Context: an optimization exercise on an open-source flow, tuned for small area and a short achievable clock period. The choices shown serve that exercise and are no tape-out recipe.
In this exercise RTL edits were held to simulation tests only and were not proved equivalent to the original.
Power is estimated from default activity; no workload was simulated.

## design/flow/design.v

```verilog
module decb_halfband (
    input  wire [88:0] h,       
    input  wire [26:0] x,       
    input  wire        ev,      
    output wire [26:0] y,       
    output wire [88:0] nh       
);
    wire signed [29:0] r1 = h[88:59];
    wire signed [28:0] r2 = h[58:30];
    wire signed [23:0] e  = h[29:6];
    wire [1:0] ls = h[5:4];
    wire [1:0] lo = h[3:2];
    wire [1:0] lu = h[1:0];
    wire signed [23:0] xv = x[23:0];
    wire        [30:0] n;
    decb_add #(31) u_n (.a({r1[29], r1}), .b(~{{7{xv[23]}}, xv}), .ci(1'b1), .s(n), .co());
    wire               tie = ~|n[4:0];
    wire        [25:0] r   = {n[30:6], n[5] & ~tie};
    wire               ovp = ~r[25] & (r[24] | r[23]);
    wire               ovn = r[25] & ~(r[24] & r[23] & |r[22:0]);
    wire        [23:0] c   = ovp ? 24'h7FFFFF :
                             ovn ? 24'h800001 : r[23:0];
    assign y = {(|ls) | x[26], (|lo) | x[25], (|lu) | x[24], c};
    wire        [24:0] x9h;
    decb_add #(25) u_x9 (.a({{4{xv[23]}}, xv[23:3]}), .b({xv[23], xv}), .ci(1'b1), .s(x9h), .co());
    wire signed [27:0] x9 = {x9h, xv[2:0]};
    wire signed [29:0] sa;
    decb_add #(30) u_sa (.a({r2[28], r2}), .b(ev ? {{2{x9[27]}}, x9} : {{2{xv[23]}}, xv, 4'd0}),
                         .ci(1'b0), .s(sa), .co());
    wire signed [28:0] sb;
    decb_add #(29) u_sb (.a({x9[27], x9}), .b(~{{5{e[23]}}, e}), .ci(1'b1), .s(sb), .co());
    function [1:0] lvl_next(input [1:0] l, input f, input even);
        lvl_next = f ? 2'd3 : (even ? ((l == 2'd0) ? 2'd0 : l - 2'd1) : l);
    endfunction
    wire [1:0] nls = lvl_next(ls, x[26], ev);
    wire [1:0] nlo = lvl_next(lo, x[25], ev);
    wire [1:0] nlu = lvl_next(lu, x[24], ev);
    assign nh = ev ? {sa, sb, xv, nls, nlo, nlu}
                   : {r1, sa[28:0], e, nls, nlo, nlu};
endmodule
module decb_add #(
    parameter integer W   = 8,
    parameter integer CMP = 0
) (
    input  wire [W-1:0] a,
    input  wire [W-1:0] b,
    input  wire         ci,
    output wire [W-1:0] s,
    output wire         co
);
    localparam integer L = (W > 32) ? 6 : (W > 16) ? 5 : (W > 8) ? 4 : (W > 4) ? 3 : (W > 2) ? 2 : 1;
    wire [W-1:0] p = a ^ b;
    wire [W-1:0] gl [0:2*L];
    wire [W-1:0] tl [0:2*L];
    assign gl[0] = (a & b) | {{(W-1){1'b0}}, (CMP ? (a[0] | b[0]) : p[0]) & ci};
    assign tl[0] = CMP ? (a | b) : p;
    genvar k, i;
    generate
        for (k = 1; k <= 2 * L; k = k + 1) begin : lv
            localparam integer D = (k <= L) ? (1 << (k - 1)) : (1 << (2 * L - k));
            for (i = 0; i < W; i = i + 1) begin : bt
                if ((k <= L && (i + 1) % (2 * D) == 0) ||
                    (k > L && (i + 1) % (2 * D) == D && i + 1 >= 3 * D)) begin : nd
                    assign gl[k][i] = gl[k-1][i] | (tl[k-1][i] & gl[k-1][i-D]);
                    assign tl[k][i] = tl[k-1][i] & tl[k-1][i-D];
                end else begin : ps
                    assign gl[k][i] = gl[k-1][i];
                    assign tl[k][i] = tl[k-1][i];
                end
            end
        end
    endgenerate
    wire [W-1:0] c = gl[2*L];
    generate
        if (W > 1) begin : sm
            assign s = p ^ {c[W-2:0], ci};
        end else begin : s1
            assign s = p ^ ci;
        end
    endgenerate
    assign co = c[W-1];
endmodule
module decb_thresh (
    input  wire        clk,
    input  wire        rst,
    input  wire        en,           
    input  wire        o,            
    input  wire        u,            
    input  wire [24:0] mag,          
    input  wire [23:0] level,
    input  wire [7:0]  hys,
    input  wire        clr_seen,
    output reg         state,        
    output reg  [7:0]  cnt,
    output reg         seen
);
    reg         st;
    always @(posedge clk) begin
        if (rst)
            state <= 1'b0;
        else
            state <= st;
    end
    wire [11:0] lim_hi;
    wire        lim_nn;
    decb_add #(12) u_lim (.a(level[23:12]), .b(~{4'd0, hys & {8{st}}}), .ci(1'b1),
                          .s(lim_hi), .co(lim_nn));
    wire ge;
    decb_add #(25, 1) u_ge (.a(mag), .b(~{1'b0, lim_hi, level[11:0]}), .ci(1'b1), .s(), .co(ge));
    wire above = o || ge;
    wire below = lim_nn & ~ge;
    wire rise = (level != 24'd0) && !u && !st && above;
    wire fall = (level != 24'd0) && !u && st && !o && below;
    wire       inc = en && rise;
    wire [8:0] cc;
    wire [7:0] cnt_nx;
    assign cc[0] = inc;
    genvar b;
    generate
        for (b = 0; b < 8; b = b + 1) begin : ic
            assign cnt_nx[b]  = cnt[b] ^ cc[b];
            assign cc[b + 1] = cnt[b] & cc[b];
        end
    endgenerate
    always @(posedge clk) begin
        if (rst)
            cnt <= 8'd0;
        else
            cnt <= cnt_nx;
    end
    always @(posedge clk) begin
        if (rst) begin
            st    <= 1'b0;
            seen  <= 1'b0;
        end else if (en) begin
            if (level == 24'd0)
                st <= 1'b0;
            else if (rise)
                st <= 1'b1;
            else if (fall)
                st <= 1'b0;
            if (rise)
                seen <= 1'b1;
            else if (clr_seen)
                seen <= 1'b0;
        end
    end
endmodule
module decb_lane (
    input  wire        clk,
    input  wire        rst,
    input  wire        in_valid,
    input  wire [5:0]  in_frame,    
    input  wire [31:0] in_word,     
    input  wire [2:0]  bk,          
    input  wire [23:0] hi_level,
    input  wire [7:0]  hi_hys,
    input  wire [23:0] hh_level,
    input  wire [7:0]  hh_hys,
    input  wire [1:0]  clr_seen,    
    output reg         out_valid,
    output reg  [31:0] out_word,    
    output wire [1:0]  thr_state,   
    output wire [7:0]  hi_cnt,
    output wire [7:0]  hh_cnt,
    output wire [1:0]  seen         
);
    localparam [31:0] OFF32 = 32'h0500_0000;
    localparam [88:0] CLEAN = {30'd16, 29'd8, 24'd0, 2'd3, 2'd0, 2'd3};
    reg  [88:0] ring0, ring1, ring2, ring3, ring4, ring5;
    reg  [2:0]  pc;           
    reg         clean_q;      
    reg         rst_q;        
    reg  [26:0] x_q;          
    reg  [4:0]  srct_q;       
    reg  [2:0]  t_q;          
    reg  [2:0]  bk_q;         
    reg  [2:0]  sel;          
    reg         pending;      
    reg         busy;         
    reg         fin;          
    wire        proc = (pending && pc == 3'd0) || busy;
    wire take = pc <= t_q;
    wire ev   = pc < t_q;
    wire [26:0] y;
    wire [88:0] nh;
    decb_halfband u_hb (
        .h  (ring0),
        .x  (x_q),
        .ev (ev),
        .y  (y),
        .nh (nh)
    );
    always @(posedge clk) begin
        ring0 <= ring1;
        ring1 <= ring2;
        ring2 <= ring3;
        ring3 <= ring4;
        ring4 <= ring5;
        if (clean_q)
            ring5 <= CLEAN;
        else if (proc && take)
            ring5 <= nh;
        else
            ring5 <= ring0;
    end
    always @(posedge clk) begin
        rst_q <= rst;
        if (rst) begin
            pc      <= 3'd0;
            clean_q <= 1'b1;
        end else begin
            pc      <= (pc == 3'd5) ? 3'd0 : pc + 3'd1;
            if (pc == 3'd5)
                clean_q <= 1'b0;
        end
    end
    wire [2:0] nsel   = (bk_q != sel && bk_q <= t_q) ? bk_q : sel;
    wire       dlv    = nsel <= t_q;
    wire       we     = dlv && ((proc && pc == nsel) || (fin && nsel == 3'd6));
    always @(posedge clk) begin
        if (rst) begin
            pending   <= 1'b0;
            busy      <= 1'b0;
            fin       <= 1'b0;
            out_valid <= 1'b0;
        end else begin
            if (in_valid)
                pending <= 1'b1;
            else if (pc == 3'd0)
                pending <= 1'b0;
            if (pc == 3'd0)
                busy <= pending;
            else if (pc == 3'd5)
                busy <= 1'b0;
            fin       <= busy && pc == 3'd5;
            out_valid <= fin;
        end
    end
    always @(posedge clk) begin
        if (rst_q) begin
            sel      <= 3'd0;
            out_word <= OFF32;
        end else begin
            if (fin)
                sel <= nsel;
            if (we)
                out_word <= {srct_q, x_q};
        end
    end
    wire hold_in = pending || busy || fin;
    wire [2:0] t_in = !in_frame[0] ? 3'd0 : !in_frame[1] ? 3'd1 :
                      !in_frame[2] ? 3'd2 : !in_frame[3] ? 3'd3 :
                      !in_frame[4] ? 3'd4 : !in_frame[5] ? 3'd5 : 3'd6;
    always @(posedge clk) begin
        if (proc)
            x_q <= y;
        else if (!pending)
            x_q <= in_word[26:0];
        if (!hold_in) begin
            srct_q  <= in_word[31:27];
            t_q     <= t_in;
            bk_q    <= {bk[2:1], bk[0] & ~(bk[2] & bk[1])};
        end
    end
    reg        v1;           
    reg [23:0] hi_level_q, hh_level_q;
    reg [7:0]  hi_hys_q, hh_hys_q;
    reg [1:0]  clr_q;
    always @(posedge clk) begin
        v1         <= in_valid;
        hi_level_q <= hi_level;
        hh_level_q <= hh_level;
        hi_hys_q   <= hi_hys;
        hh_hys_q   <= hh_hys;
        clr_q      <= clr_seen;
    end
    wire [24:0] mag;
    decb_add #(25) u_mag (.a({1'b0, x_q[23:0] ^ {24{x_q[23]}}}), .b(25'd0), .ci(x_q[23]),
                          .s(mag), .co());
    wire [24:0] mag_n = ~mag;
    decb_thresh u_hi (
        .clk      (clk),
        .rst      (rst_q),
        .en       (v1),
        .o        (x_q[25]),
        .u        (x_q[24]),
        .mag      (mag),
        .level    (hi_level_q),
        .hys      (hi_hys_q),
        .clr_seen (clr_q[0]),
        .state    (thr_state[0]),
        .cnt      (hi_cnt),
        .seen     (seen[0])
    );
    decb_thresh u_hh (
        .clk      (clk),
        .rst      (rst_q),
        .en       (v1),
        .o        (x_q[25]),
        .u        (x_q[24]),
        .mag      (mag),
        .level    (hh_level_q),
        .hys      (hh_hys_q),
        .clr_seen (clr_q[1]),
        .state    (thr_state[1]),
        .cnt      (hh_cnt),
        .seen     (seen[1])
    );
endmodule
```

## design/flow/flow/run.sh

```bash
#!/bin/bash
set -euo pipefail
bash standard.sh "BUFFER_PORTS_ARGS=-buffer_cell sky130_fd_sc_hd__buf_1" "CTS_ARGS=-sink_clustering_enable -repair_clock_nets -dont_use_dummy_load -buf_list {sky130_fd_sc_hd__clkbuf_8 sky130_fd_sc_hd__clkbuf_16} -root_buf sky130_fd_sc_hd__clkbuf_16 -sink_clustering_size 16 -sink_clustering_max_diameter 60" finish > standard_make.log 2>&1
```

## design/flow/standard.sh

```bash
#!/bin/bash
# synth_recipe.tcl (not shown) runs the flow's synth.tcl, then flattens the netlist and writes it again
# the make line also repeats each setting of config.mk as NAME=value (left out here)
make -C /OpenROAD-flow-scripts/flow DESIGN_CONFIG=/design/flow/config.mk WORK_HOME=/design/flow/orfs CLKGATE_MAP_FILE= SYNTH_SCRIPT=/design/flow/synth_recipe.tcl "${@:-finish}"
```

## design/flow/config.mk

```make
export PLATFORM = sky130hd
export DESIGN_NAME = decb_lane
export DESIGN_NICKNAME = decb_lane
export VERILOG_FILES = /design/flow/design.v
export SDC_FILE = /design/flow/constraint.sdc
export NUM_CORES = 4
export LEC_CHECK = 0
export CAP_MARGIN = 20
export CORE_MARGIN = 2
export CORE_UTILIZATION = 65
export SLEW_MARGIN = 20
```

## design/flow/constraint.sdc

```tcl
create_clock -name core_clock -period 48.0 [get_ports {clk}]
set_input_delay 9.6000 -clock core_clock [delete_from_list [all_inputs] [get_ports {clk}]]
set_output_delay 9.6000 -clock core_clock [all_outputs]
set_load 0.01 [all_outputs]
```

==> summary.txt, run 1 <==
Worst setup path
  – CP peak stage delay: 0.34 ns
  – CP Cell Sequence: buf_1
  – Crit path arrival time: 1.11 ns
  – CP Class: register to output port
  – CP Launch Type: register
  – Slowest cell on crit path: dfxtp_1
  – Crit path capture type: output port
  – Req. time, crit path: 38.40 ns
  – Critical path buffer and inverter count: 1
  – CP max FO: 2
  – Critical path's top delay family: flip-flops

GRT
  – M1 GR Usage: 36.5%
  – Gr usage total: 28.7%
  – Met2 GRT Util: 47.7%
  – First-pass GRT wire length: 89.0 mm
  – Largest net degree at the start of global routing: 66
  – Gr ovfl total: 0
  – Most Crowded Layer GR: met2
  – Initial antenna violation count: 0
  – Vias in the first global route: 16300
  – Met3 usage: 7.01%

Place
  – Detail Placement HPWL: 41.5 mm
  – PortBufs: 162
  – Placed cells: 2818
  – RePlAce Congestion: 0.893

Die
  – Die Area: 40100 um2
  – Die Height: 200 um
  – Core area: 37800 um2
  – Num rows: 71
  – IO Count: 163
  – DIE WIDTH: 200 um
  – Initial core utilization: 66.2%

Synth
  – Most common cell in the synthesized netlist: dfxtp_1
  – YS warnings: 9
  – Net Count, Synth: 2541
  – Post-Syn Area: 25100 um2
  – Top cell type's share of synthesized area: 53.3%
  – Cells after Synth: 2204
  – Synth unique cells: 73
  – Number of synthesized flops with an enable pin: 38
  – Main flop type after synthesis: dfxtp_1
  – Commonest cells post-synth: 667 x dfxtp_1, 205 x nand2_1, 162 x ha_1
  – Post-synthesis sequential area ratio: 57.8%
  – Synth async-reset ratio: 0%
  – Leading area contributor after synthesis: dfxtp_1
  – Flops & latches, synth: 705
  – Syn Area/Cell: 11.4 um2
  – Area contributors post-synth: dfxtp_1 53%, ha_1 8.1%, fa_1 5.2%

Routing
  – Routed vias: 16000
  – Pre-Repair DR Iteration Count: 5
  – Routed len/inst: 19.9 um
  – Drt initial violations: 803
  – Routed wire length: 57.2 mm
  – DRC viols: 0
  – Routed Antenna Nets: 0
  – Number of vias per cell: 5.57

Cells and area
  – Layout cells sized above 1: 4.07%
  – Number of fill cells: 2764
  – Area growth, synth to finish: 9.35%
  – Final antenna diode count: 0
  – Util after Layout: 72.4%
  – Final Non-Filler Cells: 2870
  – Net count, final: 2698

Clock network
  – Worst-path clk slew: 0.07 ns
  – Post-CTS setup buffer count: 0
  – Worst skew pair latency: 0.60 ns
  – Root buffer cell: clkbuf_16
  – Cts hold-fix bufs: 0
  – H-tree levels: 2
  – Bufs on Longest Clock Path: 3
  – Post-CTS sizing: 0
  – Total CTS buffers: 52
  – CTS tree: done
  – # clock sinks: 705

STA
  – Final hold vios: 0
  – RSZ-0062 raised after global routing: no
  – Fin. max-slew vios: 0
  – Skew final: 0.0414 ns
  – Max-slew headroom: 31.9%
  – Final min period: 10.71 ns
  – Final hold slack: 0.305 ns
  – Slew @ Worst Pin: 1.02 ns
  – Fmax achieved: 93.4 MHz
  – Final setup viols: 0
  – Setup Total Neg Slack: 0 ns
  – Period utilisation layout: 22.3%

Status
  – Status: no timing/DRC/antenna violations

Pwr
  – Leak: 11.1 nW
  – Worst IR Drop VDD: 0.0353 mV
  – Final Power: 0.00143 W
  – Pwr/cell area: 52.3 nW/um2

Job
  – Max_cap viols: 0

Min path
  – Hold Path Class: register to register
[logic make-up after synthesis]
logic type / after synthesis / share of synthesized area [%]
buffers and inverters: 220 / 3.58
xor gates and xnor gates: 94 / 3.68
muxes: 35 / 1.40
and+or+nand+nor: 517 / 9.51
adders and majority gates: 229 / 13.4
DFF: 705 / 57.8
AOI/OAI and AO/OA: 404 / 10.6
[report_power, final]
part	switching, W	internal [W]	leakage (nW)
registers	0.0000306	0.000607	5.79
clock network	0.000184	0.000190	0.641
logic	0.000249	0.000172	4.64
[cell usage in the layout (no fill, tap or decap), types with 7 or more instances in the layout]
cell,count
mux2i_1,35
nand3_1,16
nor3_1,24
ha_1,162
buf_4,13
nor2_1,139
o21bai_1,11
dfxtp_1,665
inv_1,148
o21a_1,16
and3_1,8
xor2_1,42
fa_1,65
nand2b_1,17
a21oi_1,118
edfxtp_1,38
a21o_1,38
a221o_1,14
o22ai_1,10
nand2_1,204
xnor2_1,45
nand4_1,7
a31oi_1,11
nor4_1,21
o211ai_1,28
o21ai_0,65
nor2b_1,33
a211oi_1,35
clkbuf_16,52
buf_1,162
[per-layer routing]
layer,wire (um),vias to the layer above
met3,4000,106
met2,27100,406
li1,-,7747
met5,0,-
met4,1900,0
met1,24200,7721
[final timing paths]
kind | start | endpoint | slack (ns) | cells past startpoint
max | out_word[7]$_SDFFE_PP0P_ | out_word[7] | 37.29 | 1
min | ring1[21]$_DFF_P_ | ring0[21]$_DFF_P_ | 0.30 | 0
max reg2reg | x_q[4]$_DFFE_PP_ | ring5[58]$_SDFF_PP0_ | 40.76 | 24
min reg2reg | ring1[21]$_DFF_P_ | ring0[21]$_DFF_P_ | 0.30 | 0
[registers in the layout (all words and copies together) (netlist names), 5 cells and up]
register	flops
hi_hys_q	8
hh_hys_q	8
ring2	89
ring3	89
u_hi.cnt	8
hh_level_q	24
ring5	89
x_q	27
ring4	89
srct_q	5
ring1	89
hi_level_q	24
ring0	89
out_word	32
u_hh.cnt	8
[stage by stage]
| step | setup WS, ns | area, um2 |
|---|---|---|
| after floorplan | 37.86 | 25100 |
| after global placement | 37.71 | 26100 |
| after detailed placement | 37.68 | 26100 |
| after CTS | 37.24 | 27400 |
| after global routing | 37.24 | 27400 |
| final | 37.29 | 27400 |
[layout make-up]
type	instances	area [um2]	share of cell area, %
clock buffers	52	1300	4.75
well taps	511	639	2.33
inverters	148	556	2.03
repair buffers	175	706	2.57
flip-flops and latches	705	14500	52.9
multi-input cells	1279	9700	35.4
==> inputs of run 2 (changes only) <==
==> design/flow/flow/run.sh (replaced) <==
#!/bin/bash
set -euo pipefail
bash standard.sh "BUFFER_PORTS_ARGS=-buffer_cell sky130_fd_sc_hd__buf_1" "CTS_ARGS=-sink_clustering_enable -repair_clock_nets -dont_use_dummy_load -buf_list sky130_fd_sc_hd__clkbuf_8 -root_buf sky130_fd_sc_hd__clkbuf_16 -sink_clustering_size 16 -sink_clustering_max_diameter 60" finish > standard_make.log 2>&1
--- a/design/flow/config.mk
+++ b/design/flow/config.mk
@@ -8,4 +8,4 @@
 export CAP_MARGIN = 20
 export CORE_MARGIN = 2
-export CORE_UTILIZATION = 65
+export CORE_UTILIZATION = 75
 export SLEW_MARGIN = 20
==> summary.txt, run 2 <==
Status
  – Status: no timing/DRC/antenna violations

STA
  – Final hold slack: 0.298 ns (-0.00646 ns)
  – Period utilisation layout: 22.2% (-0.062 points)
  – Final setup viols: 0 (unchanged)
  – Max-slew headroom: 40.0% (+8.1 points)
  – Setup Total Neg Slack: 0 ns (unchanged)
  – Fin. max-slew vios: 0 (unchanged)
  – Final hold vios: 0 (unchanged)
  – RSZ-0062 raised after global routing: no
  – Slew @ Worst Pin: 0.901 ns (-0.121 ns)
  – Final min period: 10.68 ns (-0.0298 ns)
  – PnR worst setup slack: 37.32 ns (+0.0298 ns)
  – Skew final: 0.0371 ns (-0.00436 ns)
  – Fmax achieved: 93.6 MHz (+0.28%)

Routing
  – DRC viols: 0 (unchanged)
  – Routed len/inst: 21.1 um (+5.9%)
  – Routed wire length: 59.2 mm (+3.4%)
  – Routed vias: 16800 (+5.0%)
  – Drt initial violations: 1178 (+47%)
  – Routed Antenna Nets: 0 (unchanged)
  – Number of vias per cell: 5.99 (+7.6%)
  – Pre-Repair DR Iteration Count: 7 (+2)

Worst setup path
  – CP Cell Sequence: buf_1
  – Crit path capture type: output port
  – Critical path's top delay family: flip-flops
  – CP Class: register to output port
  – CP max FO: 2 (unchanged)
  – CP Launch Type: register
  – CP peak stage delay: 0.37 ns (+0.03 ns)
  – Crit path arrival time: 1.08 ns (-0.03 ns)
  – Critical path buffer and inverter count: 1 (unchanged)
  – Req. time, crit path: 38.40 ns (about the same)
  – Slowest cell on crit path: dfxtp_1

Synth
  – Net Count, Synth: 2541 (unchanged)
  – Area contributors post-synth: dfxtp_1 53%, ha_1 8.1%, fa_1 5.2%
  – Cells after Synth: 2204 (unchanged)
  – Synth async-reset ratio: 0% (unchanged)
  – Flops & latches, synth: 705 (unchanged)
  – Most common cell in the synthesized netlist: dfxtp_1
  – Number of synthesized flops with an enable pin: 38 (unchanged)
  – Synth unique cells: 73 (unchanged)
  – Syn Area/Cell: 11.4 um2 (unchanged)
  – Leading area contributor after synthesis: dfxtp_1
  – YS warnings: 9 (unchanged)
  – Main flop type after synthesis: dfxtp_1
  – Commonest cells post-synth: 667 x dfxtp_1, 205 x nand2_1, 162 x ha_1
  – Post-synthesis sequential area ratio: 57.8% (unchanged)
  – Top cell type's share of synthesized area: 53.3% (unchanged)
  – Post-Syn Area: 25100 um2 (unchanged)

Place
  – Detail Placement HPWL: 42.4 mm (+2.4%)
  – RePlAce Congestion: 0.912 (+2.1%)
  – Placed cell areas: 26000 um2 (-0.32%)
  – Place WS: 37.70 ns (+0.0254 ns)
  – PortBufs: 162 (unchanged)

Die
  – Initial core utilization: 76.6% (+10 points)
  – DIE WIDTH: 187 um (-6.8%)
  – Num rows: 66 (-7.0%)
  – IO Count: 163 (unchanged)
  – Die Height: 187 um (-6.8%)
  – Core area: 32700 um2 (-14%)
  – Die Area: 34900 um2 (-13%)

Cells and area
  – Commonest non-fill, non-tap cell in the layout: dfxtp_1
  – Final antenna diode count: 0 (unchanged)
  – Net count, final: 2699 (+0.037%)
  – Layout cells sized above 1: 4.07% (about the same)
  – Most frequent cells in the layout: 665 x dfxtp_1, 204 x nand2_1, 162 x ha_1, 162 x buf_1, 148 x inv_1
  – Area growth, synth to finish: 6.85%
  – Design area: 26800 um2 (-2.3%)

Pwr
  – Pwr/cell area: 50.5 nW/um2 (-3.4%)
  – Leak: 10.8 nW (-2.2%)
  – Final Power: 0.00135 W (-5.6%)
  – Worst IR Drop VDD: 0.0369 mV (+4.8%)

Clock network
  – Worst-path clk slew: 0.09 ns (+0.02 ns)
  – Root buffer cell: clkbuf_16
  – Worst skew pair latency: 0.55 ns (-0.05 ns)
  – H-tree levels: 2 (unchanged)
  – Cts hold-fix bufs: 0 (unchanged)
  – Post-CTS sizing: 0 (unchanged)
  – Post-CTS setup buffer count: 0 (unchanged)
  – Total CTS buffers: 51 (-1.9%)
  – # clock sinks: 705 (unchanged)
  – CTS tree: done
  – Bufs on Longest Clock Path: 3 (unchanged)

GRT
  – Gr ovfl total: 0 (unchanged)
  – Vias in the first global route: 17200 (+5.7%)
  – Largest net degree at the start of global routing: 67 (+1.5%)
  – Gr usage total: 34.1% (+5.3 points)
  – First-pass GRT wire length: 92.2 mm (+3.6%)
  – Initial antenna violation count: 0 (unchanged)

Job
  – Max_cap viols: 0 (unchanged)

Min path
  – Hold Path Class: register to register
-- run 2: path summary, 6_finish.rpt --
| kind | startpoint | endpoint | slack, ns | cells after the start |
|---|---|---|---|---|
| setup / recovery | out_word[8]$_SDFFE_PP0P_ | out_word[8] | 37.32 | 1 |
| setup reg to reg | x_q[1]$_DFFE_PP_ | ring5[58]$_SDFF_PP0_ | 40.90 | 24 |
| hold / removal | ring5[29]$_SDFF_PP0_ | ring4[29]$_DFF_P_ | 0.30 | 0 |
| hold reg to reg | ring5[29]$_SDFF_PP0_ | ring4[29]$_DFF_P_ | 0.30 | 0 |
-- run 2: worst reg2reg max path: stages (launching register included) --
cell	delay [ns]
edfxtp_1	0.76
inv_1	0.27
fa_1	0.52
nor2b_1	0.15
o21a_1	0.14
o21ai_0	0.15
o2bb2ai_1	0.22
o21bai_1	0.14
a21oi_1	0.11
fa_1	0.39
xor2_1	0.30
o21ai_0	0.22
ha_1	0.37
a21o_1	0.18
a21oi_1	0.19
or3b_2	0.14
o41ai_1	0.12
o41ai_1	0.60
o21a_1	0.25
o21ai_0	0.23
fa_1	0.60
nor3_1	0.08
a211o_1	0.30
or3_1	0.35
o21ai_0	0.23
-- run 2: final cells by class --
cell class	count	area [um2]
Fill cell	1991	5920
Tap cell	442	553
Clock buffer	51	758
Multi-Input combinational cell	1279	9690
Sequential cell	705	14500
Timing Repair Buffer	177	721
Inverter	148	556
-- run 2: layer usage --
layer | track usage (%) | routed length, um | up-vias
li1 | - | - | 7742
met2 | 56.2 | 28100 | 825
met5 | 0 | 0 | -
met1 | 43.9 | 23100 | 8015
met3 | 5.38 | 4970 | 198
met4 | 17.1 | 3020 | 0
-- run 2: metrics by stage --
step	instances	util, %
final	2802	81.9
after CTS	2802	81.9
after floorplan	2204	-
after global placement	2751	79.6
after detailed placement	2751	79.6
after global routing	2802	81.9
-- run 2: report_power, final --
part / leakage [nW] / total, W / switching (W) / internal [W]
logic: 4.64 / 0.000439 / 0.000265 / 0.000175
clock network: 0.392 / 0.000278 / 0.000172 / 0.000106
registers: 5.79 / 0.000635 / 0.0000291 / 0.000606
total: 10.8 / 0.00135 / 0.000466 / 0.000886
-- run 2: cells by family after synthesis --
logic type	after synthesis	share of synthesized area, %
DFF	705	57.8
and+or+nand+nor	517	9.51
AOI/OAI and AO/OA	404	10.6
adders and majority gates	229	13.4
buffers and inverters	220	3.58
xor gates and xnor gates	94	3.68
muxes	35	1.40
==> inputs of run 3 (changes only) <==
--- a/design/flow/config.mk
+++ b/design/flow/config.mk
@@ -8,4 +8,4 @@
 export CAP_MARGIN = 20
 export CORE_MARGIN = 2
-export CORE_UTILIZATION = 75
+export CORE_UTILIZATION = 65
 export SLEW_MARGIN = 20
==> summary.txt, run 3 <==
Worst setup path
  – CP Cell Sequence: buf_1
  – Crit path arrival time: 1.09 ns (about the same)
  – Req. time, crit path: 38.40 ns (about the same)
  – CP Launch Type: register
  – Crit path capture type: output port
  – CP max FO: 2 (unchanged)
  – CP peak stage delay: 0.37 ns (about the same)
  – Critical path buffer and inverter count: 1 (unchanged)
  – Critical path's top delay family: flip-flops
  – CP Class: register to output port
  – Slowest cell on crit path: dfxtp_1

STA
  – RSZ-0062 raised after global routing: no
  – Skew final: 0.0414 ns (+0.00438 ns)
  – Fmax achieved: 93.5 MHz (-0.12%)
  – Max-slew headroom: 27.4% (-13 points)
  – Setup Total Neg Slack: 0 ns (unchanged)
  – Slew @ Worst Pin: 1.09 ns (+0.188 ns)
  – Period utilisation layout: 22.3% (+0.026 points)
  – Final hold slack: 0.302 ns (+0.00430 ns)
  – Final hold vios: 0 (unchanged)
  – Fin. max-slew vios: 0 (unchanged)
  – Final min period: 10.69 ns (+0.0124 ns)
  – Final setup viols: 0 (unchanged)

Synth
  – Syn Area/Cell: 11.4 um2 (unchanged)
  – Cells after Synth: 2204 (unchanged)
  – Number of synthesized flops with an enable pin: 38 (unchanged)
  – YS warnings: 9 (unchanged)
  – Main flop type after synthesis: dfxtp_1
  – Synth unique cells: 73 (unchanged)
  – Compound-Gate Fraction of Synth Area: 10.6% (unchanged)
  – XOR/XNOR Fraction of Synth Area: 3.68% (unchanged)
  – Synth async-reset ratio: 0% (unchanged)
  – Leading area contributor after synthesis: dfxtp_1
  – Top cell type's share of synthesized area: 53.3% (unchanged)
  – Area contributors post-synth: dfxtp_1 53%, ha_1 8.1%, fa_1 5.2%
  – Post-Synth Simple-Gate Area: 9.51% (unchanged)
  – Post-Syn Area: 25100 um2 (unchanged)
  – Flops & latches, synth: 705 (unchanged)
  – Combinational family with the most area after synthesis: adder cells
  – Multiplexer area fraction after synthesis: 1.40% (unchanged)
  – Post-synthesis sequential area ratio: 57.8% (unchanged)
  – Net Count, Synth: 2541 (unchanged)
  – Adder-cell area share of the yosys netlist: 13.4% (unchanged)
  – Most common cell in the synthesized netlist: dfxtp_1
  – Commonest cells post-synth: 667 x dfxtp_1, 205 x nand2_1, 162 x ha_1

Clock network
  – CTS tree: done
  – Post-CTS setup buffer count: 0 (unchanged)
  – Bufs on Longest Clock Path: 3 (unchanged)
  – # clock sinks: 705 (unchanged)
  – Worst skew pair latency: 0.57 ns (+0.02 ns)
  – H-tree levels: 2 (unchanged)
  – Root buffer cell: clkbuf_16
  – Post-CTS sizing: 0 (unchanged)
  – Cts hold-fix bufs: 0 (unchanged)
  – Total CTS buffers: 52 (+2.0%)
  – Worst-path clk slew: 0.09 ns (about the same)

Die
  – Num rows: 71 (+7.6%)
  – Core area: 37800 um2 (+16%)
  – IO Count: 163 (unchanged)
  – Initial core utilization: 66.2% (-10 points)
  – Die Area: 40100 um2 (+15%)
  – Die Height: 200 um (+7.3%)
  – DIE WIDTH: 200 um (+7.3%)

Cells and area
  – Design area: 26900 um2 (+0.36%)
  – Layout cells sized above 1: 4.07% (about the same)
  – Area growth, synth to finish: 7.24%
  – Final antenna diode count: 0 (unchanged)
  – Commonest non-fill, non-tap cell in the layout: dfxtp_1
  – Net count, final: 2698 (-0.037%)
  – Util after Layout: 71.0% (-11 points)
  – Most frequent cells in the layout: 665 x dfxtp_1, 204 x nand2_1, 162 x ha_1, 162 x buf_1, 148 x inv_1

Pwr
  – Leak: 10.8 nW (about the same)
  – Worst IR Drop VDD: 0.0378 mV (+2.3%)
  – Clock power share: 20.8% (+0.3 points)
  – Switch share: 33.7% (-0.76 points)
  – Final Power: 0.00134 W (-1.3%)
  – Pwr/cell area: 49.7 nW/um2 (-1.6%)
  – Internal Power: 0.000885 W (-0.13%)
  – NetSw: 0.000450 W (-3.4%)
  – Seq pwr share: 47.7% (+0.7 points)
  – Combinational power share: 31.5% (-1.0 points)

Job
  – Max_cap viols: 0 (unchanged)

Routing
  – Number of vias per cell: 5.55 (-7.3%)
  – Routed wire length: 56.2 mm (-5.1%)
  – Pre-Repair DR Iteration Count: 5 (-2)
  – Drt initial violations: 800 (-32%)
  – Routed len/inst: 19.6 um (-7.3%)
  – DRC viols: 0 (unchanged)
  – Routed vias: 15900 (-5.0%)
  – Routed Antenna Nets: 0 (unchanged)

Status
  – Status: no timing/DRC/antenna violations

Place
  – Detail Placement HPWL: 41.5 mm (-2.3%)
  – PortBufs: 162 (unchanged)
  – Placed cell areas: 26100 um2 (+0.32%)
  – RePlAce Congestion: 0.893 (-2.0%)

GRT
  – Gr ovfl total: 0 (unchanged)
  – Largest net degree at the start of global routing: 66 (-1.5%)
  – Initial antenna violation count: 0 (unchanged)
  – Vias in the first global route: 16100 (-6.6%)
  – Gr usage total: 28.3% (-5.8 points)
  – First-pass GRT wire length: 87.5 mm (-5.1%)

Min path
  – Hold Path Class: register to register
-- run 3: cell count changes in the layout (fill, tap and decap cells not counted) --
cell,before,now
dfxtp_4,1,2
a21oi_1,119,118
nand2_4,0,1
clkbuf_8,46,47
a21oi_2,2,3
dfxtp_2,1,0
nand2_2,1,0
buf_4,15,13
-- run 3: kinds of logic after synthesis --
family | count (synthesis)
AND/OR/NAND/NOR | 517
flip-flops | 705
XOR/XNOR | 94
multiplexers | 35
buffers and inverters | 220
AO/OA/AOI/OAI | 404
adder cells (fa/ha/maj) | 229
-- run 3: path summary, 6_finish.rpt --
check | slack [ns] | start | cells past startpoint | end
setup / recovery | 37.31 | u_hh.cnt[7]$_SDFF_PP0_ | 1 | hh_cnt[7]
hold / removal | 0.30 | ring3[35]$_DFF_P_ | 0 | ring2[35]$_DFF_P_
setup reg to reg | 40.75 | x_q[4]$_DFFE_PP_ | 24 | ring5[58]$_SDFF_PP0_
hold reg to reg | 0.30 | ring3[35]$_DFF_P_ | 0 | ring2[35]$_DFF_P_
-- run 3: power by group through the flow --
stage          Sequential, W  Combinational [W]  Clock, W
5_1_grt             0.000638           0.000472  0.000305
6_report            0.000637           0.000420  0.000278
2_1_floorplan       0.000633           0.000314         0
3_5_place_dp        0.000650           0.000417         0
4_1_cts             0.000636           0.000420  0.000284
3_3_place_gp        0.000650           0.000404         0
-- run 3: cell type report --
cell class                 instances  area, um2
clock buffer                      52        772
multi-input combinational       1279       9700
inverter                         148        556
fill                            2871      11000
tap                              511        639
timing repair buffer             175        706
sequential                       705      14500
-- run 3: through the flow --
stage	std cells	setup slack (ns)
after floorplan	2204	37.86
after global placement	2818	37.71
after detailed placement	2818	37.68
after CTS	2870	37.28
after global routing	2870	37.25
final	2870	37.31
-- run 3: layer usage --
metal	track usage, %	vias to the layer above	wire length, um
met5	2.50	-	138
met4	11.2	2	1970
met3	5.76	112	3520
met2	46.4	410	26100
met1	36.8	7678	24400
li1	-	7738	-
==> inputs of run 4 (changes only) <==
--- a/design/flow/config.mk
+++ b/design/flow/config.mk
@@ -9,3 +9,5 @@
 export CORE_MARGIN = 2
 export CORE_UTILIZATION = 65
+export GPL_ROUTABILITY_DRIVEN = 0
+export GPL_TIMING_DRIVEN = 0
 export SLEW_MARGIN = 20
==> summary.txt, run 4 <==
Status
  – Status: no timing/DRC/antenna violations

Routing
  – Routed wire length: 59.5 mm (+5.9%)
  – Routed Antenna Nets: 0 (unchanged)
  – Number of vias per cell: 5.67 (+2.2%)
  – Drt initial violations: 1101 (+38%)
  – DRC viols: 0 (unchanged)
  – Routed len/inst: 20.3 um (+3.7%)
  – Pre-Repair DR Iteration Count: 5 (unchanged)
  – Routed vias: 16600 (+4.4%)

Worst setup path
  – Req. time, crit path: 38.40 ns (about the same)
  – CP Launch Type: register
  – RR Startpoint: x_q[23]$_DFFE_PP_
  – CP max FO: 2 (unchanged)
  – CP startpoint: u_hi.seen$_SDFFE_PP0P_
  – Crit path to: seen[0]
  – Setup slack, reg-to-reg: 40.65 ns (-0.10 ns)
  – CP Class: register to output port
  – FF-to-FF path depth: 27 (+13%)
  – Crit path arrival time: 1.16 ns (+0.07 ns)
  – R2r endpoint: u_hh.cnt[6]$_SDFF_PP0_
  – Crit path capture type: output port

Die
  – Num rows: 71 (unchanged)
  – DIE WIDTH: 200 um (unchanged)
  – Core area: 37800 um2 (unchanged)
  – Initial core utilization: 66.2% (unchanged)
  – Die Height: 200 um (unchanged)
  – IO Count: 163 (unchanged)
  – Die Area: 40100 um2 (unchanged)

STA
  – Setup Total Neg Slack: 0 ns (unchanged)
  – Skew final: 0.0501 ns (+0.00865 ns)
  – PnR worst setup slack: 37.24 ns (-0.0682 ns)
  – Slew @ Worst Pin: 1.19 ns (+0.104 ns)
  – Max-slew headroom: 20.2% (-7.2 points)
  – Final hold vios: 0 (unchanged)
  – Final min period: 10.76 ns (+0.0682 ns)
  – Period utilisation layout: 22.4% (+0.14 points)
  – Fin. max-slew vios: 0 (unchanged)
  – Fmax achieved: 92.9 MHz (-0.63%)
  – Final setup viols: 0 (unchanged)
  – Final hold slack: 0.297 ns (-0.00496 ns)
  – RSZ-0062 raised after global routing: no

Pwr
  – Leak: 10.9 nW (+1.0%)
  – Worst IR Drop VDD: 0.0393 mV (+3.9%)
  – Pwr/cell area: 49.8 nW/um2 (+0.24%)

Clock network
  – Bufs on Longest Clock Path: 3 (unchanged)
  – Total CTS buffers: 53 (+1.9%)
  – Post-CTS setup buffer count: 0 (unchanged)
  – # clock sinks: 705 (unchanged)
  – Post-CTS sizing: 0 (unchanged)
  – H-tree levels: 2 (unchanged)
  – Root buffer cell: clkbuf_16
  – Worst skew pair latency: 0.58 ns (about the same)
  – Worst-path clk slew: 0.09 ns (about the same)
  – Cts hold-fix bufs: 0 (unchanged)
  – CTS tree: done

GRT
  – First-pass GRT wire length: 91.2 mm (+4.3%)
  – Gr usage total: 29.7% (+1.4 points)
  – Largest net degree at the start of global routing: 17 (-74%)
  – Initial antenna violation count: 0 (unchanged)
  – Gr ovfl total: 0 (unchanged)
  – Vias in the first global route: 16500 (+2.3%)

Synth
  – Synth async-reset ratio: 0% (unchanged)
  – Area contributors post-synth: dfxtp_1 53%, ha_1 8.1%, fa_1 5.2%
  – Main flop type after synthesis: dfxtp_1
  – Most common cell in the synthesized netlist: dfxtp_1
  – Post-Syn Area: 25100 um2 (unchanged)
  – Leading area contributor after synthesis: dfxtp_1
  – Net Count, Synth: 2541 (unchanged)
  – Commonest cells post-synth: 667 x dfxtp_1, 205 x nand2_1, 162 x ha_1
  – Synth unique cells: 73 (unchanged)
  – Post-synthesis sequential area ratio: 57.8% (unchanged)
  – YS warnings: 9 (unchanged)
  – Syn Area/Cell: 11.4 um2 (unchanged)
  – Number of synthesized flops with an enable pin: 38 (unchanged)
  – Cells after Synth: 2204 (unchanged)
  – Flops & latches, synth: 705 (unchanged)
  – Top cell type's share of synthesized area: 53.3% (unchanged)

Place
  – Place WS: 37.62 ns (-0.0595 ns)
  – PortBufs: 162 (unchanged)
  – Detail Placement HPWL: 46.0 mm (+11%)

Cells and area
  – Commonest non-fill, non-tap cell in the layout: dfxtp_1
  – Final antenna diode count: 0 (unchanged)
  – Area growth, synth to finish: 8.21%
  – Layout cells sized above 1: 4.01% (-0.063 points)
  – Most frequent cells in the layout: 667 x dfxtp_1, 205 x nand2_1, 168 x buf_1, 162 x ha_1, 148 x inv_1
  – Net count, final: 2760 (+2.3%)

Min path
  – Hold path depth: 0 (unchanged)
  – Hold Path Class: register to register

Job
  – Max_cap viols: 0 (unchanged)
run 4: changes by cell type in the layout (fill, tap and decap cells not counted), sizes merged:
cell / previous run / this run
clkbuf: 52 / 99
dlygate4sd1: 0 / 1
buf: 175 / 189
run 4: per-stage QoR:
step | total power [W] | cells | util, % | instance area (um2)
finish | 0.00135 | 2932 | 71.7 | 27100
global route | 0.00143 | 2932 | 71.7 | 27100
CTS | 0.00135 | 2932 | 71.7 | 27100
detailed placement | 0.00107 | 2879 | 69.6 | 26300
global placement | 0.00106 | 2877 | 69.5 | 26300
floorplan | 0.000947 | 2204 | - | 25100
run 4: kinds of logic after synthesis:
group	count (synthesis)	synth area share, %
muxes	35	1.40
AOI/OAI and AO/OA	404	10.6
xor gates and xnor gates	94	3.68
DFF	705	57.8
adders and majority gates	229	13.4
and+or+nand+nor	517	9.51
buffers and inverters	220	3.58
run 4: how the worst min path moves through the flow:
| stage | startpoint | end | slack [ns] |
|---|---|---|---|
| after detailed placement | ring1[63]$_DFF_P_ | ring0[63]$_DFF_P_ | 0.31 |
| after global placement | ring2[82]$_DFF_P_ | ring1[82]$_DFF_P_ | 0.31 |
| after global routing | ring1[83]$_DFF_P_ | ring0[83]$_DFF_P_ | 0.29 |
| after floorplan | ring1[0]$_DFF_P_ | ring0[0]$_DFF_P_ | 0.31 |
| final | ring2[56]$_DFF_P_ | ring1[56]$_DFF_P_ | 0.30 |
| after CTS | ring3[59]$_DFF_P_ | ring2[59]$_DFF_P_ | 0.30 |
run 4: area by class of cell:
| type | instances | area (um2) |
|---|---|---|
| repair buffers | 164 | 627 |
| multi-input cells | 1279 | 9680 |
| clock buffers | 53 | 786 |
| plain buffers | 72 | 342 |
| fillers | 2873 | 10700 |
| inverters | 148 | 556 |
| flip-flops and latches | 705 | 14500 |
| well taps | 511 | 639 |
run 4: critical path, cell delays in order, from the launching register on:
cell,delay (ns)
dfxtp_1,0.36
buf_4,0.11
buf_1,0.14
run 4: per-layer routing:
| layer | part of all wire (%) | track usage, % |
|---|---|---|
| met5 | 0 | 0 |
| met4 | 4.1 | 12.7 |
| met3 | 6.5 | 4.57 |
| met2 | 46 | 47.6 |
| met1 | 44 | 40.3 |
run 4: report_power, final:
group | internal, W | total (W) | switching, W
combinational | 0.000177 | 0.000442 | 0.000266
sequential | 0.000606 | 0.000629 | 0.0000229
clock | 0.000109 | 0.000279 | 0.000170
==> inputs of run 5 (changes only) <==
--- a/design/flow/design.v
+++ b/design/flow/design.v
@@ -96,10 +96,6 @@
 );
     reg         st;
-    always @(posedge clk) begin
-        if (rst)
-            state <= 1'b0;
-        else
-            state <= st;
-    end
+    always @(posedge clk)
+        state <= st;
     wire [11:0] lim_hi;
     wire        lim_nn;
@@ -166,5 +162,4 @@
     output wire [1:0]  seen         
 );
-    localparam [31:0] OFF32 = 32'h0500_0000;
     localparam [88:0] CLEAN = {30'd16, 29'd8, 24'd0, 2'd3, 2'd0, 2'd3};
     reg  [88:0] ring0, ring1, ring2, ring3, ring4, ring5;
@@ -239,13 +234,12 @@
     end
     always @(posedge clk) begin
-        if (rst_q) begin
-            sel      <= 3'd0;
-            out_word <= OFF32;
-        end else begin
-            if (fin)
-                sel <= nsel;
-            if (we)
-                out_word <= {srct_q, x_q};
-        end
+        if (rst_q)
+            sel <= 3'd0;
+        else if (fin)
+            sel <= nsel;
+    end
+    always @(posedge clk) begin
+        if (we)
+            out_word <= {srct_q, x_q};
     end
     wire hold_in = pending || busy || fin;
--- a/design/flow/config.mk
+++ b/design/flow/config.mk
@@ -8,6 +8,4 @@
 export CAP_MARGIN = 20
 export CORE_MARGIN = 2
-export CORE_UTILIZATION = 65
-export GPL_ROUTABILITY_DRIVEN = 0
-export GPL_TIMING_DRIVEN = 0
+export CORE_UTILIZATION = 75
 export SLEW_MARGIN = 20
==> summary.txt, run 5 <==
Worst setup path
  – CP max FO: 1 (-1)
  – CP peak stage delay: 0.42 ns (+0.06 ns)
  – Crit path arrival time: 1.12 ns (-0.04 ns)
  – Critical path's top delay family: flip-flops
  – Slowest cell on crit path: edfxtp_1
  – Crit path capture type: output port
  – Critical path buffer and inverter count: 1 (-1)
  – Req. time, crit path: 38.40 ns (about the same)
  – CP Class: register to output port
  – CP Launch Type: register
  – CP Cell Sequence: buf_1

GRT
  – Gr ovfl total: 0 (unchanged)
  – Gr usage total: 32.1% (+2.4 points)
  – Vias in the first global route: 15800 (-4.0%)
  – First-pass GRT wire length: 83.8 mm (-8.2%)
  – Largest net degree at the start of global routing: 65 (+48)
  – Initial antenna violation count: 1 (+1)

STA
  – Setup Total Neg Slack: 0 ns (unchanged)
  – Final setup viols: 0 (unchanged)
  – RSZ-0062 raised after global routing: no
  – Period utilisation layout: 22.3% (-0.094 points)
  – Final hold vios: 0 (unchanged)
  – Skew final: 0.0332 ns (-0.0169 ns)
  – Slew @ Worst Pin: 1.12 ns (-0.0705 ns)
  – Fmax achieved: 93.3 MHz (+0.42%)
  – Max-slew headroom: 24.8% (+4.6 points)
  – Fin. max-slew vios: 0 (unchanged)
  – Final min period: 10.72 ns (-0.0451 ns)

Routing
  – Pre-Repair DR Iteration Count: 6 (+1)
  – Routed len/inst: 20.1 um (-0.75%)
  – Routed Antenna Nets: 0 (unchanged)
  – Routed wire length: 54.6 mm (-8.1%)
  – DRC viols: 0 (unchanged)
  – Routed vias: 15800 (-4.8%)
  – Number of vias per cell: 5.83 (+2.8%)
  – Drt initial violations: 1229 (+12%)

Place
  – Placed cells: 2663 (-7.5%)
  – PortBufs: 162 (unchanged)
  – RePlAce Congestion: 0.909
  – Detail Placement HPWL: 40.0 mm (-13%)

Clock network
  – Cts hold-fix bufs: 0 (unchanged)
  – Total CTS buffers: 50 (-5.7%)
  – Bufs on Longest Clock Path: 3 (unchanged)
  – Worst-path clk slew: 0.11 ns (+0.02 ns)
  – CTS tree: done
  – Worst skew pair latency: 0.56 ns (-0.02 ns)
  – Post-CTS sizing: 0 (unchanged)
  – Root buffer cell: clkbuf_16
  – Post-CTS setup buffer count: 0 (unchanged)
  – # clock sinks: 705 (unchanged)
  – H-tree levels: 2 (unchanged)

Pwr
  – Leak: 10.6 nW (-3.2%)
  – Pwr/cell area: 50.9 nW/um2 (+2.2%)
  – NetSw: 0.000457 W (-0.30%)
  – Switch share: 34.1% (+0.16 points)
  – Seq pwr share: 48.2% (+1.6 points)
  – Clock power share: 20.4% (-0.3 points)
  – Combinational power share: 31.4% (-1.4 points)
  – Internal Power: 0.000883 W (-1.0%)
  – Worst IR Drop VDD: 0.0413 mV (+5.1%)

Die
  – Die Height: 185 um (-7.7%)
  – Die Area: 34200 um2 (-15%)
  – Num rows: 66 (-7.0%)
  – Initial core utilization: 75.8% (+9.6 points)
  – DIE WIDTH: 185 um (-7.7%)
  – IO Count: 163 (unchanged)
  – Core area: 32400 um2 (-14%)

Synth
  – Syn Area/Cell: 11.7 um2 (+2.6%)
  – Synth unique cells: 71 (-2.7%)
  – Cells after Synth: 2104 (-4.5%)
  – Post-synthesis sequential area ratio: 60.4% (+2.5 points)
  – Number of synthesized flops with an enable pin: 70 (+84%)
  – Flops & latches, synth: 705 (unchanged)
  – Post-Syn Area: 24500 um2 (-2.1%)
  – Top cell type's share of synthesized area: 51.8% (-1.5 points)
  – Area contributors post-synth: dfxtp_1 52%, edfxtp_1 8.6%, ha_1 8.3%
  – Commonest cells post-synth: 635 x dfxtp_1, 215 x nand2_1, 162 x ha_1
  – Most common cell in the synthesized netlist: dfxtp_1
  – YS warnings: 9 (unchanged)
  – Main flop type after synthesis: dfxtp_1
  – Synth async-reset ratio: 0% (unchanged)
  – Leading area contributor after synthesis: dfxtp_1
  – Net Count, Synth: 2441 (-3.9%)

Job
  – Max_cap viols: 0 (unchanged)

Cells and area
  – Net count, final: 2610 (-5.4%)
  – Register area: 14800 um2 (+2.2%)
  – Layout cells sized above 1: 3.48% (-0.53 points)
  – Area growth, synth to finish: 7.32%
  – Commonest non-fill, non-tap cell in the layout: dfxtp_1
  – Most frequent cells in the layout: 634 x dfxtp_1, 214 x nand2_1, 162 x ha_1, 162 x buf_1, 141 x inv_1
  – Final Non-Filler Cells: 2714 (-7.4%)
  – Number of fill cells: 1942 (-32%)
  – Multi-input gate area: 8980 um2 (-7.2%)

Min path
  – Hold Path Class: register to register

Status
  – Status: no timing/DRC/antenna violations
==> run 5: cell count changes in the layout (fill, tap and decap cells not counted), moves of 8 or more <==
cell      change
nor2_1       -26
mux2i_1      -30
nand2_1       +9
edfxtp_1     +32
buf_2         -8
clkbuf_1     -46
dfxtp_1      -33
==> run 5: path summary, 6_finish.rpt <==
kind / from / end / slack [ns] / cells past startpoint
setup reg to reg: x_q[23]$_DFFE_PP_ / u_hi.cnt[7]$_SDFF_PP0_ / 40.53 / 28
setup / recovery: out_word[17]$_DFFE_PP_ / out_word[17] / 37.28 / 1
hold reg to reg: ring3[63]$_DFF_P_ / ring2[63]$_DFF_P_ / 0.32 / 0
hold / removal: ring3[63]$_DFF_P_ / ring2[63]$_DFF_P_ / 0.32 / 0
==> run 5: cells by family after synthesis <==
family	Yosys count	synth area share, %
flip-flops	705	60.4
AO/OA/AOI/OAI	388	10.1
XOR/XNOR	93	3.49
adder cells (fa/ha/maj)	234	13.8
AND/OR/NAND/NOR	479	8.84
multiplexers	5	0.204
buffers and inverters	200	3.16
==> run 5: through the flow <==
| stage | cell area [um2] | setup slack, ns | power [W] | utilization (%) | hold slack, ns |
|---|---|---|---|---|---|
| 2_1_floorplan | 24500 | 37.86 | 0.000943 | - | 0.310 |
| 3_3_place_gp | 25600 | 37.72 | 0.00105 | 79.1 | 0.310 |
| 3_5_place_dp | 25600 | 37.71 | 0.00107 | 79.1 | 0.312 |
| 4_1_cts | 26300 | 37.29 | 0.00134 | 81.4 | 0.322 |
| 5_1_grt | 26300 | 37.27 | 0.00141 | 81.4 | 0.321 |
| 6_report | 26300 | 37.28 | 0.00134 | 81.4 | 0.320 |
==> run 5: final cells by class <==
cell class	instances	area share, %
multi-input cells	1199	34.1
clock buffers	50	2.83
flip-flops and latches	705	56.2
diodes	1	0.00950
inverters	141	2.01
well taps	442	2.10
repair buffers	176	2.71
==> run 5: worst reg2reg max path: cells and delay by family (launching register included) <==
kind                       cells  cell delay, ns
adders and majority gates     10            2.06
DFF                            1            0.96
xor gates and xnor gates       1            0.15
and+or+nand+nor                8            1.55
buffers and inverters          1            0.50
AOI/OAI and AO/OA              8            2.12
==> run 5: power groups by stage <==
stage,combinational (W),sequential [W],clock (W)
floorplan,0.000297,0.000646,0
global placement,0.000390,0.000658,0
detailed placement,0.000410,0.000658,0
CTS,0.000415,0.000644,0.000278
global route,0.000468,0.000647,0.000296
finish,0.000421,0.000645,0.000274
==> run 5: routing by layer <==
layer	vias up	track usage (%)	share of wire (%)
met2	582	53.6	49
met1	7645	41.2	40
met5	-	0	0
li1	7430	-	-
met4	0	16.2	5.0
met3	174	4.52	6.2
==> inputs of run 6 (changes only) <==
--- a/design/flow/config.mk
+++ b/design/flow/config.mk
@@ -8,4 +8,4 @@
 export CAP_MARGIN = 20
 export CORE_MARGIN = 2
-export CORE_UTILIZATION = 75
+export CORE_UTILIZATION = 65
 export SLEW_MARGIN = 20
==> summary.txt, run 6 <==
Worst setup path
  – Critical path's top delay family: flip-flops
  – CP Cell Sequence: buf_1
  – CP Launch Type: register
  – Req. time, crit path: 38.40 ns (about the same)
  – CP max FO: 1 (unchanged)
  – Critical path buffer and inverter count: 1 (unchanged)
  – CP peak stage delay: 0.40 ns (-0.02 ns)
  – Crit path capture type: output port
  – Crit path arrival time: 1.10 ns (-0.02 ns)
  – RR Startpoint: x_q[23]$_DFFE_PP_
  – FF-to-FF path depth: 28 (unchanged)
  – CP Class: register to output port
  – Slowest cell on crit path: edfxtp_1
  – R2r endpoint: u_hi.cnt[7]$_SDFF_PP0_
  – Setup slack, reg-to-reg: 40.51 ns (-0.02 ns)

Min path
  – Hold Path Class: register to register
  – Worst Hold End: ring1[25]$_DFF_P_
  – Hold path depth: 0 (unchanged)
  – Min-delay src: ring2[25]$_DFF_P_

STA
  – Period utilisation layout: 22.3% (-0.024 points)
  – Final hold slack: 0.292 ns (-0.0282 ns)
  – Final hold vios: 0 (unchanged)
  – Skew final: 0.0618 ns (+0.0285 ns)
  – Final setup viols: 0 (unchanged)
  – Fmax achieved: 93.4 MHz (+0.11%)
  – Max-slew headroom: 25.9% (+1.1 points)
  – Setup Total Neg Slack: 0 ns (unchanged)
  – Fin. max-slew vios: 0 (unchanged)
  – Slew @ Worst Pin: 1.10 ns (-0.0221 ns)
  – RSZ-0062 raised after global routing: no
  – Final min period: 10.70 ns (-0.0115 ns)

Pwr
  – Final Power: 0.00133 W (-0.79%)
  – Leak: 10.6 nW (+0.17%)
  – Pwr/cell area: 50.3 nW/um2 (-1.2%)
  – Worst IR Drop VDD: 0.0348 mV (-16%)

Routing
  – DRC viols: 0 (unchanged)
  – Drt initial violations: 841 (-32%)
  – Pre-Repair DR Iteration Count: 6 (unchanged)
  – Routed Antenna Nets: 0 (unchanged)
  – Routed len/inst: 19.3 um (-4.0%)
  – Routed wire length: 53.8 mm (-1.6%)
  – Routed vias: 15300 (-3.2%)
  – Number of vias per cell: 5.51 (-5.6%)

Synth
  – Area contributors post-synth: dfxtp_1 52%, edfxtp_1 8.6%, ha_1 8.3%
  – Net Count, Synth: 2441 (unchanged)
  – Commonest cells post-synth: 635 x dfxtp_1, 215 x nand2_1, 162 x ha_1
  – Cells after Synth: 2104 (unchanged)
  – Post-Synth Simple-Gate Area: 8.84% (unchanged)
  – Post-Syn Area: 24500 um2 (unchanged)
  – Leading area contributor after synthesis: dfxtp_1
  – Multiplexer area fraction after synthesis: 0.204% (unchanged)
  – Synth unique cells: 71 (unchanged)
  – XOR/XNOR Fraction of Synth Area: 3.49% (unchanged)
  – Number of synthesized flops with an enable pin: 70 (unchanged)
  – Compound-Gate Fraction of Synth Area: 10.1% (unchanged)
  – Synth async-reset ratio: 0% (unchanged)
  – Combinational family with the most area after synthesis: adder cells
  – Post-synthesis sequential area ratio: 60.4% (unchanged)
  – Syn Area/Cell: 11.7 um2 (unchanged)
  – Main flop type after synthesis: dfxtp_1
  – Flops & latches, synth: 705 (unchanged)
  – Top cell type's share of synthesized area: 51.8% (unchanged)
  – YS warnings: 9 (unchanged)
  – Most common cell in the synthesized netlist: dfxtp_1
  – Adder-cell area share of the yosys netlist: 13.8% (unchanged)

Job
  – Max_cap viols: 0 (unchanged)

GRT
  – Gr ovfl total: 0 (unchanged)
  – Initial antenna violation count: 0 (-1)
  – Largest net degree at the start of global routing: 66 (+1.5%)
  – First-pass GRT wire length: 82.8 mm (-1.1%)
  – Gr usage total: 27.8% (-4.3 points)
  – Vias in the first global route: 15300 (-3.1%)

Cells and area
  – Layout cells sized above 1: 3.48% (unchanged)
  – Final Non-Filler Cells: 2783 (+2.5%)
  – Most frequent cells in the layout: 634 x dfxtp_1, 214 x nand2_1, 162 x ha_1, 162 x buf_1, 141 x inv_1
  – Net count, final: 2610 (unchanged)
  – Commonest non-fill, non-tap cell in the layout: dfxtp_1
  – Area growth, synth to finish: 7.77%

Status
  – Status: no timing/DRC/antenna violations

Die
  – Die Height: 198 um (+7.3%)
  – DIE WIDTH: 198 um (+7.3%)
  – Die Area: 39300 um2 (+15%)
  – Num rows: 71 (+7.6%)
  – Core area: 37400 um2 (+16%)
  – Initial core utilization: 65.6% (-10 points)
  – IO Count: 163 (unchanged)

Place
  – RePlAce Congestion: 0.885 (-2.7%)
  – Detail Placement HPWL: 39.9 mm (-0.18%)
  – Placed cells: 2731 (+2.6%)
  – PortBufs: 162 (unchanged)

Clock network
  – H-tree levels: 2 (unchanged)
  – Post-CTS setup buffer count: 0 (unchanged)
  – Root buffer cell: clkbuf_16
  – Post-CTS sizing: 0 (unchanged)
  – Worst-path clk slew: 0.10 ns (about the same)
  – Cts hold-fix bufs: 0 (unchanged)
  – Worst skew pair latency: 0.58 ns (+0.02 ns)
  – Bufs on Longest Clock Path: 3 (unchanged)
  – # clock sinks: 705 (unchanged)
  – Total CTS buffers: 51 (+2.0%)
  – CTS tree: done
-- run 6: cell counts after synthesis --
No cell type changed its count.
-- run 6: routing by layer --
metal / up-vias / track usage [%] / share of wire (%)
met3: 122 / 4.19 / 5.0
met4: 0 / 12.4 / 4.0
met1: 7380 / 36.0 / 43
met2: 379 / 46.3 / 48
li1: 7443 / - / -
met5: - / 0 / 0
-- run 6: worst max-delay path by stage --
stage,startpoint,endpoint,cells past startpoint
floorplan,in_word[10],x_q[10]$_DFFE_PP_,1
global placement,in_frame[4],t_q[0]$_SDFFCE_PN0N_,5
detailed placement,in_frame[4],t_q[0]$_SDFFCE_PN0N_,5
CTS,u_hi.cnt[0]$_SDFF_PP0_,hi_cnt[0],1
global route,u_hi.cnt[3]$_SDFF_PP0_,hi_cnt[3],1
finish,out_word[14]$_DFFE_PP_,out_word[14],1
-- run 6: metrics by stage --
| step | setup WS (ns) | util (%) | area, um2 |
|---|---|---|---|
| after global placement | 37.73 | 68.7 | 25700 |
| after floorplan | 37.86 | - | 24500 |
| after CTS | 37.27 | 70.7 | 26400 |
| after detailed placement | 37.73 | 68.7 | 25700 |
| after global routing | 37.24 | 70.7 | 26500 |
| final | 37.30 | 70.7 | 26500 |
-- run 6: layout make-up --
class / count / area (um2)
clock buffers: 51 / 758
flip-flops and latches: 705 / 14800
well taps: 511 / 639
repair buffers: 175 / 706
inverters: 141 / 529
diodes: 1 / 2.50
multi-input cells: 1199 / 9000
fillers: 2788 / 10900
-- run 6: logic make-up after synthesis --
logic type,after synthesis
multiplexers,5
XOR/XNOR,93
AO/OA/AOI/OAI,388
buffers and inverters,200
flip-flops,705
adder cells (fa/ha/maj),234
AND/OR/NAND/NOR,479
-- run 6: where the power goes --
| part | switching (W) | internal [W] | total, W |
|---|---|---|---|
| clock | 0.000169 | 0.000105 | 0.000275 |
| combinational | 0.000249 | 0.000160 | 0.000409 |
| sequential | 0.0000292 | 0.000617 | 0.000646 |
| total | 0.000447 | 0.000882 | 0.00133 |
==> inputs of run 7 (changes only) <==
--- a/design/flow/config.mk
+++ b/design/flow/config.mk
@@ -9,3 +9,4 @@
 export CORE_MARGIN = 2
 export CORE_UTILIZATION = 65
+export PLACE_DENSITY = 0.8
 export SLEW_MARGIN = 20
==> summary.txt, run 7 <==
STA
  – Fmax achieved: 93.0 MHz (-0.50%)
  – Period utilisation layout: 22.4% (+0.11 points)
  – Final min period: 10.76 ns (+0.0537 ns)
  – Max-slew headroom: 26.8% (+0.96 points)
  – Final setup viols: 0 (unchanged)
  – Setup Total Neg Slack: 0 ns (unchanged)
  – PnR worst setup slack: 37.24 ns (-0.0537 ns)
  – Skew final: 0.0479 ns (-0.0139 ns)
  – Fin. max-slew vios: 0 (unchanged)
  – Final hold vios: 0 (unchanged)
  – RSZ-0062 raised after global routing: no
  – Slew @ Worst Pin: 1.09 ns (-0.0142 ns)

Cells and area
  – Most frequent cells in the layout: 634 x dfxtp_1, 214 x nand2_1, 162 x ha_1, 162 x buf_1, 141 x inv_1
  – Register area: 14800 um2 (about the same)
  – Final Non-Filler Cells: 2785 (+0.072%)
  – Area growth, synth to finish: 7.81% (about the same)
  – Multi-input gate area: 9000 um2 (about the same)
  – Util after Layout: 70.8% (about the same)
  – Layout cells sized above 1: 3.56% (+0.085 points)
  – Number of fill cells: 2646 (-5.1%)
  – Commonest non-fill, non-tap cell in the layout: dfxtp_1
  – Net count, final: 2612 (+0.077%)

GRT
  – Vias in the first global route: 16100 (+4.9%)
  – First-pass GRT wire length: 84.4 mm (+1.9%)
  – Largest net degree at the start of global routing: 64 (-3.0%)
  – Gr usage total: 28.2% (+0.44 points)
  – Initial antenna violation count: 0 (unchanged)
  – Gr ovfl total: 0 (unchanged)

Worst setup path
  – CP Class: register to output port
  – FF-to-FF path depth: 27 (-3.6%)
  – Critical Path Stages: 1 (unchanged)
  – Critical path buffer and inverter count: 1 (unchanged)
  – CP peak stage delay: 0.43 ns (+0.03 ns)
  – CP max FO: 1 (unchanged)
  – CP Launch Type: register
  – Req. time, crit path: 38.40 ns (about the same)
  – Slowest cell on crit path: edfxtp_1
  – CP Cell Sequence: buf_1
  – Crit path capture type: output port
  – Critical path's top delay family: flip-flops
  – Crit path arrival time: 1.16 ns (+0.06 ns)

Min path
  – Hold Path Class: register to register
  – Hold path depth: 0 (unchanged)

Die
  – Die Area: 39300 um2 (unchanged)
  – DIE WIDTH: 198 um (unchanged)
  – Num rows: 71 (unchanged)
  – IO Count: 163 (unchanged)
  – Core area: 37400 um2 (unchanged)
  – Initial core utilization: 65.6% (unchanged)
  – Die Height: 198 um (unchanged)

Routing
  – Pre-Repair DR Iteration Count: 5 (-1)
  – Routed Antenna Nets: 0 (unchanged)
  – DRC viols: 0 (unchanged)
  – Routed vias: 15800 (+2.8%)
  – Routed len/inst: 19.7 um (+1.9%)
  – Routed wire length: 54.9 mm (+2.0%)
  – Number of vias per cell: 5.66 (+2.8%)
  – Drt initial violations: 1018 (+21%)

Pwr
  – Seq pwr share: 48.1% (-0.5 points)
  – Internal Power: 0.000884 W (+0.19%)
  – Combinational power share: 31.3% (+0.5 points)
  – Switch share: 34.0% (+0.32 points)
  – Worst IR Drop VDD: 0.0327 mV (-5.8%)
  – Pwr/cell area: 50.6 nW/um2 (+0.64%)
  – Leak: 10.6 nW (about the same)
  – NetSw: 0.000455 W (+1.6%)
  – Clock power share: 20.6% (about the same)

Clock network
  – Cts hold-fix bufs: 0 (unchanged)
  – CTS tree: done
  – Total CTS buffers: 51 (unchanged)
  – # clock sinks: 705 (unchanged)
  – H-tree levels: 2 (unchanged)
  – Root buffer cell: clkbuf_16
  – Post-CTS sizing: 0 (unchanged)
  – Worst-path clk slew: 0.09 ns (about the same)
  – Bufs on Longest Clock Path: 3 (unchanged)
  – Worst skew pair latency: 0.58 ns (about the same)
  – Post-CTS setup buffer count: 0 (unchanged)

Place
  – RePlAce Congestion: 0.900 (+1.7%)
  – Placed cells: 2733 (+0.073%)
  – PortBufs: 162 (unchanged)
  – Detail Placement HPWL: 40.1 mm (+0.45%)
  – Place WS: 37.70 ns (-0.0307 ns)

Synth
  – Net Count, Synth: 2441 (unchanged)
  – Top cell type's share of synthesized area: 51.8% (unchanged)
  – Post-synthesis sequential area ratio: 60.4% (unchanged)
  – Commonest cells post-synth: 635 x dfxtp_1, 215 x nand2_1, 162 x ha_1
  – Synth unique cells: 71 (unchanged)
  – Flops & latches, synth: 705 (unchanged)
  – YS warnings: 9 (unchanged)
  – Cells after Synth: 2104 (unchanged)
  – Syn Area/Cell: 11.7 um2 (unchanged)
  – Main flop type after synthesis: dfxtp_1
  – Number of synthesized flops with an enable pin: 70 (unchanged)
  – Synth async-reset ratio: 0% (unchanged)
  – Most common cell in the synthesized netlist: dfxtp_1
  – Leading area contributor after synthesis: dfxtp_1
  – Area contributors post-synth: dfxtp_1 52%, edfxtp_1 8.6%, ha_1 8.3%
  – Post-Syn Area: 24500 um2 (unchanged)

Job
  – Max_cap viols: 0 (unchanged)

Status
  – Status: no timing/DRC/antenna violations
run 7: power by group through the flow:
stage                     registers [W]  clock network, W  logic [W]
after CTS                      0.000643          0.000282   0.000414
after detailed placement       0.000657                 0   0.000410
after global routing           0.000646          0.000303   0.000466
after global placement         0.000656                 0   0.000393
after floorplan                0.000646                 0   0.000297
final                          0.000644          0.000276   0.000419
run 7: layout make-up:
| cell class | instances | area share (%) |
|---|---|---|
| Antenna cell | 1 | 0.00946 |
| Multi-Input combinational cell | 1199 | 34.0 |
| Clock buffer | 51 | 2.87 |
| Sequential cell | 705 | 56.0 |
| Timing Repair Buffer | 177 | 2.72 |
| Tap cell | 511 | 2.42 |
| Inverter | 141 | 2.00 |
run 7: path summary, 6_finish.rpt:
| path | start | slack [ns] | end |
|---|---|---|---|
| worst max register to register | x_q[0]$_DFFE_PP_ | 40.89 | ring5[58]$_SDFF_PP0_ |
| worst max-delay path | out_word[2]$_DFFE_PP_ | 37.24 | out_word[2] |
| worst min-delay path | ring3[17]$_DFF_P_ | 0.29 | ring2[17]$_DFF_P_ |
| worst min register to register | ring3[17]$_DFF_P_ | 0.29 | ring2[17]$_DFF_P_ |
run 7: worst register-to-register path, cell delays in order (launching register included):
cell       delay (ns)
edfxtp_1         0.62
inv_1            0.28
ha_1             0.20
fa_1             0.21
inv_1            0.06
a21o_1           0.17
a311o_1          0.38
o22ai_1          0.31
o21bai_1         0.11
a21oi_1          0.23
o21bai_1         0.10
a21oi_1          0.20
fa_1             0.46
o21ai_0          0.25
ha_1             0.32
nand4_1          0.11
nor2_1           0.07
a211oi_1         0.40
o2bb2ai_1        0.20
o21ai_0          0.16
o21ai_0          0.31
o21a_1           0.20
o21a_1           0.18
o21ai_0          0.21
fa_1             0.59
nor3_1           0.06
or4_1            0.41
a21oi_1          0.21
run 7: cells by family after synthesis:
family / synth area share (%)
AOI/OAI and AO/OA: 10.1
buffers and inverters: 3.16
adders and majority gates: 13.8
muxes: 0.204
DFF: 60.4
xor gates and xnor gates: 3.49
and+or+nand+nor: 8.84
run 7: per-layer routing:
metal  GRT usage, %  share of wire [%]  wire length [um]
met4           12.6                4.0              2220
met5              0                  0                 0
met3           5.18                6.7              3660
met1           36.0                 41             22700
met2           47.1                 48             26300
run 7: through the flow:
stage | power, W | cell area (um2) | hold slack (ns)
CTS | 0.00134 | 26500 | 0.280
global route | 0.00141 | 26500 | 0.286
floorplan | 0.000943 | 24500 | 0.310
detailed placement | 0.00107 | 25700 | 0.312
global placement | 0.00105 | 25700 | 0.310
finish | 0.00134 | 26500 | 0.286

## port drivers added, routing unchanged
The results above use ideal ports. As a check the final layouts listed here were re-extracted and re-timed, cells and wires unchanged. Step 1: set_driving_cell puts a clkbuf_16 on clk and a buf_2 on each other input, an assumption about the parent block. Step 2 moves the port delays by t, midway between the first and last clock arrival at a register: inputs arrive t later, outputs are due t later. That takes back most of the time a late clock gives input paths. Slacks: ideal / step 1 / step 2; pairs: ideal / step 1.
| run | shift t [ns] | setup slack, ns | worst setup path at the end |
|---|---|---|---|
| run 1 | 0.636 | 37.290 / 37.232 / 37.636 | input to register |
| run 2 | 0.589 | 37.320 / 37.265 / 37.679 | input to register |
| run 3 | 0.612 | 37.308 / 37.247 / 37.647 | input to register |
| run 4 | 0.606 | 37.240 / 37.184 / 37.531 | input to register |
| run 5 | 0.599 | 37.285 / 37.227 / 37.700 | input to register |
| run 6 | 0.609 | 37.296 / 37.237 / 37.720 | input to register |
| run 7 | 0.616 | 37.242 / 37.184 / 37.682 | input to register |
After both steps every run listed still meets setup and hold.
